Source: an optimization exercise on an open RTL-to-GDS flow (aim: small area). Production flows keep margins and buffers that such runs may drop.
No run shown here included a check of the RTL's function; only the layout flow was run.

==> flow/design.v, too long to show whole: its modules and the start of the top module <==
// module sdfe_fgroup: 1991 lines
// module sdfe_fa: 3 lines
// module sdfe_ha: 3 lines
module sdfe_fgroup (
    input  wire         clk,
    input  wire         rst,         
    input  wire [1:0]   decim,       
    input  wire [63:0]  oc_lim,      
    input  wire         sd_valid,    
    input  wire [15:0]  sd_bits,     
    output reg          smp_valid,
    output wire [255:0] smp_data,    
    output reg  [3:0]   oc_fault,
    output reg  [3:0]   sd_lost
);
  // ...
==> flow/run.sh <==
#!/bin/bash
# synth_recipe.tcl (not shown) runs the flow's synth.tcl, then flattens the netlist and writes it again
# the make line also repeats each setting of config.mk as NAME=value (left out here)
make -C /OpenROAD-flow-scripts/flow DESIGN_CONFIG=/design/flow/config.mk WORK_HOME=/design/flow/orfs CLKGATE_MAP_FILE= SYNTH_SCRIPT=/design/flow/synth_recipe.tcl finish
==> flow/config.mk <==
export PLATFORM = sky130hd
export DESIGN_NAME = sdfe_fgroup
export DESIGN_NICKNAME = sdfe_fgroup
export VERILOG_FILES = /design/flow/design.v
export SDC_FILE = /design/flow/constraint.sdc
export NUM_CORES = 4
export LEC_CHECK = 0
export CAP_MARGIN = 20
export CORE_MARGIN = 2
export CORE_UTILIZATION = 40
export CTS_BUF_LIST = sky130_fd_sc_hd__clkbuf_8
export PLACE_DENSITY = 0.6
export SLEW_MARGIN = 20
export SYNTH_HIERARCHICAL = 1
export SYNTH_MINIMUM_KEEP_SIZE = 0
==> flow/constraint.sdc <==
create_clock -name core_clock -period 20.0 [get_ports {clk}]
set_input_delay 4.0000 -clock core_clock [delete_from_list [all_inputs] [get_ports {clk}]]
set_output_delay 4.0000 -clock core_clock [all_outputs]
set_load 0.01 [all_outputs]
==> impl_metrics.toml, run 1 <==
[outcome]
run_status = "timing/DRC/antenna clean"

[worst_setup_path]
r2r_start = "h[0]"
critical_path.top_delay_family = "adder cells"
slowest_delay_ns = 0.68
r2r_slack_ns = 2.46

[layout]
multiInputGateArea_um2 = 21900
nNonClkBuffers = 402
multi_input_gates = 2334
nClkBuffers = 364
fillers = 13800
num-nonclk-inverters = 189
flops_and_latches = 1834

[synthesis]
synth.most_common_cell = "dfxtp_1"
synthAdderAreaFrac = 0.180
async_reset_ff_frac = 0
netlist_instances = 4509
ys_top_cells_by_area = "dfxtp_1 (50%), fa_1 (15%), edfxtp_1 (13%), ha_1 (3.4%), nand2_1 (1.9%)"
synth-simple-area-share = 0.0780

[clocking]
cts_tree = "done"
cts_num_sinks = 1834
clock_path_buffers = 4

[hold_path]
hold_class = "reg2reg"

[detailed_routing]
viasPerCell = 4.75

[placement]
dp_hpwl_um = 94900
post-place-cells = 6817

[sta]
period_needed_ns = 17.54
hold_ws_ns = 0.260

[floorplan]
pin_count = 350
==> run 2: changes to the inputs <==
--- a/flow/design.v
+++ b/flow/design.v
@@ -12,68 +12,103 @@
 );
     integer i, c;
     wire m64  = (decim == 2'd1);
     wire m128 = (decim == 2'd2);
     wire m256 = !m64 && !m128;
     wire acc = sd_valid && !rst;                 
     reg  [7:0]  P;           
     reg  [15:0] Q;           
+    reg         bpar;        
     reg  [15:0] vh;          
     reg  [4:0]  K;           
     reg  [3:0]  h;           
     reg  [4:0]  rc;          
-    reg         anybit;      
     wire last = m64  ? (&P[5:0]) :
                 m128 ? (&P[6:0]) : (&P[7:0]);
     wire dec  = acc && last;                     
     wire [8:0]  V    = (m64 ? 9'd65 : m128 ? 9'd129 : 9'd257) - {1'b0, P};
     wire [15:0] Qrst = m64 ? 16'd2145 : m128 ? 16'd8385 : 16'd33153;
     always @(posedge clk) begin
         if (rst || dec) begin
             P <= 8'd0;
             Q <= Qrst;
         end else if (acc) begin
             P <= P + 8'd1;
             Q <= Q - {7'd0, V};
         end
         if (rst) begin
+            bpar <= 1'b0;
             vh <= 16'd0;
             K  <= 5'd0;
             h  <= 4'd0;
             rc <= 5'd0;
-            anybit <= 1'b0;
         end else begin
+            if (dec) bpar <= !bpar;
             vh <= {vh[14:0], acc};
             K  <= K + {4'd0, acc} - {4'd0, vh[15]};
             h  <= h + 4'd1;
             if (!rc[4]) rc <= rc + 5'd1;
-            if (acc) anybit <= 1'b1;
         end
     end
-    reg [15:0] sbuf [0:15];      
+    reg  [15:0] rb [0:15];
+    wire [31:0] sd2 = {sd_bits, sd_bits};
+    wire [15:0] nb  = sd2[h +: 16];              
     always @(posedge clk)
-        for (c = 0; c < 16; c = c + 1)
-            if (acc) sbuf[c] <= {sbuf[c][14:0], sd_bits[c]};
-    wire [15:0] xw = sbuf[h];
-    reg [15:0] km, om;
-    always @(*)
+        for (i = 0; i < 16; i = i + 1)
+            rb[i] <= {rb[(i + 1) % 16][14:0], nb[(i + 1) % 16]};
+    reg [15:0] cd, cv, nd, nv;
+    reg [3:0]  cz [0:15];
+    reg [3:0]  nz [0:15];
+    reg [4:0]  zc;
+    reg [15:0] cw;
+    integer st;
+    always @(*) begin
+        zc = 5'd0;
         for (i = 0; i < 16; i = i + 1) begin
-            km[i] = (K > i);
-            om[i] = (K > i) && !(P > i);
+            cz[i] = vh[i] ? zc[3:0] : 4'd0;      
+            zc = zc + {4'd0, !vh[i]};
+        end
+        cd = rb[0] & vh;
+        cv = vh;
+        for (st = 0; st < 4; st = st + 1) begin
+            for (i = 0; i < 16; i = i + 1) begin
+                nd[i] = cd[i] && !cz[i][st];
+                nv[i] = cv[i] && !cz[i][st];
+                nz[i] = (cv[i] && !cz[i][st]) ? cz[i] : 4'd0;
+                if (i + (1 << st) < 16 && cz[i + (1 << st)][st]) begin
+                    nd[i] = nd[i] || cd[i + (1 << st)];
+                    nv[i] = nv[i] || cv[i + (1 << st)];
+                    nz[i] = nz[i] | cz[i + (1 << st)];
+                end
+            end
+            cd = nd;
+            cv = nv;
+            for (i = 0; i < 16; i = i + 1) cz[i] = nz[i];
         end
-    wire [15:0] xa = xw & km;                
-    wire [15:0] xo = xw & om;                
+        cw = cd;
+    end
+    reg [15:0] om;
+    always @(*)
+        for (i = 0; i < 16; i = i + 1)
+            om[i] = !(P > i);
+    wire [15:0] xa = cw;                     
+    wire [15:0] xo = cw & om;                
     wire [15:0] yo = xo >> P[3:0];           
-    reg  [70:0] ring [0:15];
+    reg  [77:0] ring [0:15];
+    reg  [4:0]  cnt16;       
+    reg         rdy;         
+    reg  [3:0]  post;        
+    wire        hold  = rdy || (cnt16 != 5'd0);  
+    wire        shown = (hold && !split) || smp_valid || (post != 4'd0);
     wire        clr   = !rc[4];
     wire        split = (P[7:4] == 4'd0) && ({1'b0, P[3:0]} < K);
     wire [24:0] S0h = clr ? 25'd0 : ring[0][24:0];
     wire [23:0] S1h = clr ? 24'd0 : ring[0][48:25];
-    wire [21:0] S2h = clr ? 22'd0 : ring[0][70:49];
+    wire [21:0] S2h = clr ? 22'd0 : {ring[0][70:62] & {9{!shown}}, ring[0][61:49]};
     wire [24:0] A0 = split ? {1'b0, S1h} : S0h;
     wire [23:0] A1 = split ? {2'd0, S2h} : S1h;
     wire [21:0] A2 = split ? 22'd0 : S2h;
     wire [24:0] S0r = ring[0][24:0];
     wire [24:0] S0n;
     wire [23:0] S1n;
     wire [21:0] S2n;
     wire [24:0] y;
@@ -1918,75 +1953,83 @@
     assign y[17] = u_868s;
     assign y[18] = u_869s;
     assign y[19] = u_870s;
     assign y[20] = u_871s;
     assign y[21] = u_872s;
     assign y[22] = u_873s;
     assign y[23] = u_874s;
     assign y[24] = u_875s;
-    always @(posedge clk) begin
-        for (i = 0; i < 15; i = i + 1)
-            ring[i] <= ring[i + 1];
-        ring[15] <= {S2n, S1n, S0n};
-    end
     wire [16:0] ys = m64 ? y[18:2] : m128 ? y[21:5] : y[24:8];
     wire [15:0] s  = ys[16] ? 16'hffff : ys[15:0];
     wire [15:0] smp = {~s[15], s[14:0]};
-    wire [15:0] lim = oc_lim[16*h[3:2] +: 16];
-    wire [16:0] mag = smp[15] ? (17'd0 - {1'b1, smp}) : {1'b0, smp};
-    wire        over = (lim != 16'd0) && (mag > {1'b0, lim});
-    reg [15:0] orng [0:15];
+    wire [15:0] hi = split ? smp : hold ? ring[0][77:62] : {ring[0][77:71], S2n[21:13]};
     always @(posedge clk) begin
         for (i = 0; i < 15; i = i + 1)
-            orng[i] <= orng[i + 1];
-        orng[15] <= split ? smp : orng[0];
+            ring[i] <= ring[i + 1];
+        ring[15] <= {hi, S2n[12:0], S1n, S0n};
     end
     genvar g;
     generate
         for (g = 0; g < 16; g = g + 1) begin : g_out
-            assign smp_data[16*g +: 16] = orng[g];
+            assign smp_data[16*g +: 16] = ring[g][77:62];
         end
     endgenerate
-    reg [4:0] cnt16;             
-    reg       rdy;               
+    wire [15:0] lim = oc_lim[16*h[3:2] +: 16];
+    wire [16:0] mag = smp[15] ? (17'd0 - {1'b1, smp}) : {1'b0, smp};
+    wire        over = (lim != 16'd0) && (mag > {1'b0, lim});
     reg [3:0] opend;             
     wire      all_in = rdy || (cnt16 == 5'd1);
     always @(posedge clk) begin
         if (rst) begin
             cnt16     <= 5'd0;
+            post      <= 4'd0;
             rdy       <= 1'b0;
             smp_valid <= 1'b0;
             opend     <= 4'd0;
             oc_fault  <= 4'd0;
         end else begin
             if (dec)
                 cnt16 <= 5'd16;
             else if (cnt16 != 5'd0)
                 cnt16 <= cnt16 - 5'd1;
+            if (smp_valid)
+                post <= 4'd15;
+            else if (post != 4'd0)
+                post <= post - 4'd1;
             rdy       <= all_in && (h != 4'd15);
             smp_valid <= all_in && (h == 4'd15);
             if (smp_valid) begin
                 oc_fault <= oc_fault | opend;
                 opend    <= 4'd0;
             end else if (split && over)
                 opend[h[3:2]] <= 1'b1;
         end
     end
-    reg [6:0] run [0:15];
+    wire [6:0] G7  = m64 ? {bpar, P[5:0]} : P[6:0];
+    wire [6:0] G7n = G7 + 7'd1;
+    reg  [6:0] ts [0:15];
+    reg [15:0] pb;               
     reg [15:0] lost_now;
+    reg [15:0] same;
     always @(*)
-        for (c = 0; c < 16; c = c + 1)
-            lost_now[c] = acc && (sd_bits[c] == (anybit && sbuf[c][0])) && (&run[c]);
+        for (c = 0; c < 16; c = c + 1) begin
+            same[c]     = (sd_bits[c] == pb[c]);
+            lost_now[c] = acc && same[c] && (ts[c] == G7n);
+        end
     always @(posedge clk) begin
+        if (rst)
+            pb <= 16'd0;
+        else if (acc)
+            pb <= sd_bits;
         for (c = 0; c < 16; c = c + 1)
             if (rst)
-                run[c] <= 7'd0;
-            else if (acc)
-                run[c] <= (sd_bits[c] == (anybit && sbuf[c][0])) ? run[c] + 7'd1 : 7'd0;
+                ts[c] <= 7'd0;
+            else if (acc && !same[c])
+                ts[c] <= G7n;
         if (rst)
             sd_lost <= 4'd0;
         else
             for (c = 0; c < 4; c = c + 1)
                 if (|lost_now[4*c +: 4]) sd_lost[c] <= 1'b1;
     end
 endmodule
 module sdfe_fa (input wire a, input wire b, input wire c, output wire s, output wire co);
==> flow/config.mk (replaced) <==
export PLATFORM = sky130hd
export DESIGN_NAME = sdfe_fgroup
export DESIGN_NICKNAME = sdfe_fgroup
export VERILOG_FILES = /design/flow/design.v
export SDC_FILE = /design/flow/constraint.sdc
export NUM_CORES = 4
export LEC_CHECK = 0
export CAP_MARGIN = 20
export CORE_MARGIN = 2
export CORE_UTILIZATION = 50
export CTS_BUF_LIST = sky130_fd_sc_hd__clkbuf_16
export CTS_CLUSTER_DIAMETER = 100
export CTS_CLUSTER_SIZE = 30
export PLACE_DENSITY = 0.65
export SLEW_MARGIN = 20
export SYNTH_HIERARCHICAL = 1
export SYNTH_MINIMUM_KEEP_SIZE = 0
==> run 2 against run 1 <==
Effect of this change:
- still clean on timing, DRC and antenna
- design area shrank 9.2%
- die area shrank 23%
- fmax shrank 9.9%
- critical endpoint unchanged
- largest cell class unchanged
==> impl_metrics.toml, run 2 <==
[floorplan]
die_x_um = 351
die_y_um = 351
start_util = 0.503
pin_count = 350
core_um2 = 119000
die_area_um2 = 123000
num_rows = 127

[worst_setup_path]
crit_path_frequent_cell = "fa_1"
cp_slowest_cell = "fa_2"
critPathArrivalTime_ns = 20.05
r2r_cells = 58
slowest_delay_ns = 0.62
crit-reg2reg-capture = "ring[15][24]"
r2r_start = "vh[2]"
cp_max_fo = 4
critPathRequiredTime_ns = 20.58
crit_type = "reg2reg"
end_kind = "flip-flop"
crit_path_start_kind = "flip-flop"
r2r_slack_ns = 0.52

[synthesis]
synth.most_common_cell = "dfxtp_1"
syn_area_um2 = 60100
yosysTopAreaCell = "dfxtp_1"
synthDistinctLibCells = 87
synth_edf_count = 16
yosysSeqAreaShare = 0.532
netlist_instances = 4832
ys_warn_count = 12
ys_top_cells_by_area = "dfxtp_1 (52%), fa_1 (16%), ha_1 (4.0%), buf_4 (3.2%), and2_1 (2.1%)"
yosys.area.top_type_share = 0.524
synth_ff_type = "dfxtp_1"
synth_area_per_cell_um2 = 12.4
async_reset_ff_frac = 0
synth_seq_cells = 1590
synth.net_count = 5585
synthTopCellsByCount = "dfxtp_1 (1574), fa_1 (474), nand2_1 (270), buf_4 (256), nor2_1 (232)"

[sta]
rsz0062_at_grt = "true"
fin_skew_ns = 0.0528
finalSetupTns_ns = 0
slew_violations = 0
hold_violations = 0
slew-limit-headroom = 0.289
worst-slew-pin-transition_ns = 1.07
finalSetupViolCount = 0
period_share = 0.974
timing.final.ws_setup_ns = 0.524
period_needed_ns = 19.48
max_freq_mhz = 51.3

[hold_path]
min-delay-start = "ring[10][20]"
hold_class = "reg2reg"
hold_depth = 0
hold_end = "ring[9][20]"

[grt]
grt_start_max_net_pins = 75
groute.usage.overall = 0.199
grt_pass1_vias = 33300
antenna_found_initial = 9
globalRouteOverflowTotal = 0
grt_pass1_wl_um = 189000

[detailed_routing]
wire_per_inst_um = 18.3
ant_nets = 0
drc_errors = 0
wl_um = 122000
vias = 33200
viasPerCell = 4.99
dr.pass1.iters = 6
first_iter_violations = 1931

[clocking]
clkTransAtPathRegs_ns = 0.11
cts_buffers = 66
cts_tree = "done"
clkLatencyLatePin_ns = 0.69
cts_hold_buffers = 0
htree_levels = 3
clock_path_buffers = 3
cts_num_sinks = 1590
clockRootBuffer = "clkbuf_16"

[layout]
drive_above_1_share = 0.101
reg.largest.list = "ring: 1248 flops, rb: 136 flops, ts: 112 flops"
fin_util = 0.564
final_common_cell = "dfxtp_1"
final_cell_mix = "dfxtp_1 (1566), fa_1 (414), clkdlybuf4s50_1 (348), nand2_1 (268), nor2_1 (228)"
largest_reg_flops = 1248
syn2layout_area_growth_pct = 12.2
regMostFlops = "ring"
fin_nets = 5775

[job]
max_cap_violations = 0

[placement]
io_buffer_count = 349
gp_congestion = 0.912
dp_hpwl_um = 92500
pre_cts_slack_ns = -0.369

[outcome]
run_status = "timing/DRC/antenna clean"
-- run 2: changes by cell type after synthesis, moves of 42 or more --
cell / previous run / this run
nand2_1: 318 / 270
nand3b_1: 3 / 54
a211oi_1: 12 / 54
buf_4: 8 / 256
nor2_1: 171 / 232
xnor2_1: 38 / 122
clkbuf_1: 97 / 155
edfxtp_1: 272 / 16
-- run 2: layout make-up --
cell class,instances,area [um2]
Antenna cell,2,5.00
Tap cell,1612,2020
Sequential cell,1590,32000
Timing Repair Buffer,550,5040
Fill cell,10000,52100
Multi-Input combinational cell,2598,25500
Inverter,216,816
Clock inverter,16,314
Clock buffer,68,1700
-- run 2: timing repair --
| action | CTS | global route |
|---|---|---|
| setup buffers | 4 | 6 |
| resized for setup | 34 | 104 |
| pin swaps | 9 | 33 |
| endpoints found under the setup margin | 2 | 6 |
-- run 2: worst max-delay path by stage --
stage / startpoint / cells past startpoint / slack [ns] / to
2_1_floorplan: vh[1] / 62 / 0.07 / ring[15][24]
3_5_place_dp: vh[0] / 52 / -0.37 / ring[15][24]
3_3_place_gp: vh[0] / 58 / -0.10 / ring[15][24]
5_1_grt: vh[0] / 61 / -0.06 / ring[15][24]
4_1_cts: vh[0] / 64 / 0.001 / ring[15][24]
6_report: vh[2] / 58 / 0.52 / ring[15][24]
-- run 2: metrics by stage --
step	hold slack, ns	instance area (um2)	instances
final	0.301	67400	6652
after global routing	0.309	67400	6650
after CTS	0.297	66900	6644
after detailed placement	0.312	64700	6556
after global placement	0.310	64700	6556
after floorplan	0.310	60300	4832
-- run 2: logic make-up after synthesis --
group	share of synthesized area
AOI/OAI and AO/OA	0.0599
xor gates and xnor gates	0.0335
adders and majority gates	0.198
buffers and inverters	0.0563
DFF	0.532
muxes	0.0294
and+or+nand+nor	0.0902
-- run 2: worst max-delay path: cells and delay by family, from the launching register on --
family	cells	cell delay, ns
fa+ha+maj	39	16.30
compound gates	8	1.58
buf+inv	7	0.54
mux	1	0.30
flops	1	0.33
simple gates	3	0.34
-- run 2: modules after synthesis, one instance, submodules excluded --
module       times used  flops+latches
sdfe_fa             457              0
sdfe_fgroup           1           1590
sdfe_ha              68              0
-- run 2: metal layers --
| metal | global-route usage | wire, um | vias up |
|---|---|---|---|
| met5 | 0 | 0 | - |
| met4 | 0.0639 | 3210 | 0 |
| met3 | 0.0389 | 7140 | 139 |
| met2 | 0.308 | 54200 | 799 |
| met1 | 0.280 | 57300 | 16300 |
| li1 | - | - | 15900 |

[static timing again, ports no longer ideal]
No port has a modelled driver above. Below, the same layouts with a new extraction and two added sets of constraints. Step 1 (the two cells are an assumption about what drives the block):
set clk [get_ports {clk}]
set_driving_cell -lib_cell sky130_fd_sc_hd__clkbuf_16 $clk
set_driving_cell -lib_cell sky130_fd_sc_hd__buf_2 [delete_from_list [all_inputs] $clk]
Step 2 adds t to the input delays and takes it off the output delays; t is the mean of the earliest and latest rising clock arrival at the registers after step 1. Input paths then give back, and output paths get back, about the clock's delay inside the block. Three values: no drivers, after step 1, after step 2; two values: the first two.
run	shift t [ns]	setup slack, ns	latest minus earliest clock arrival (ns)	worst slew at a driven data input, ns
run 1	1.026	2.460 / 2.460 / 1.993	0.113 / 0.113	0.14
run 2	0.734	0.524 / 0.524 / 0.524	0.057 / 0.057	0.17
After both steps every run listed still meets setup and hold. The setup slack of run 1, which loses most, moves by 0.000 ns with the drivers and by -0.467 ns with both steps.
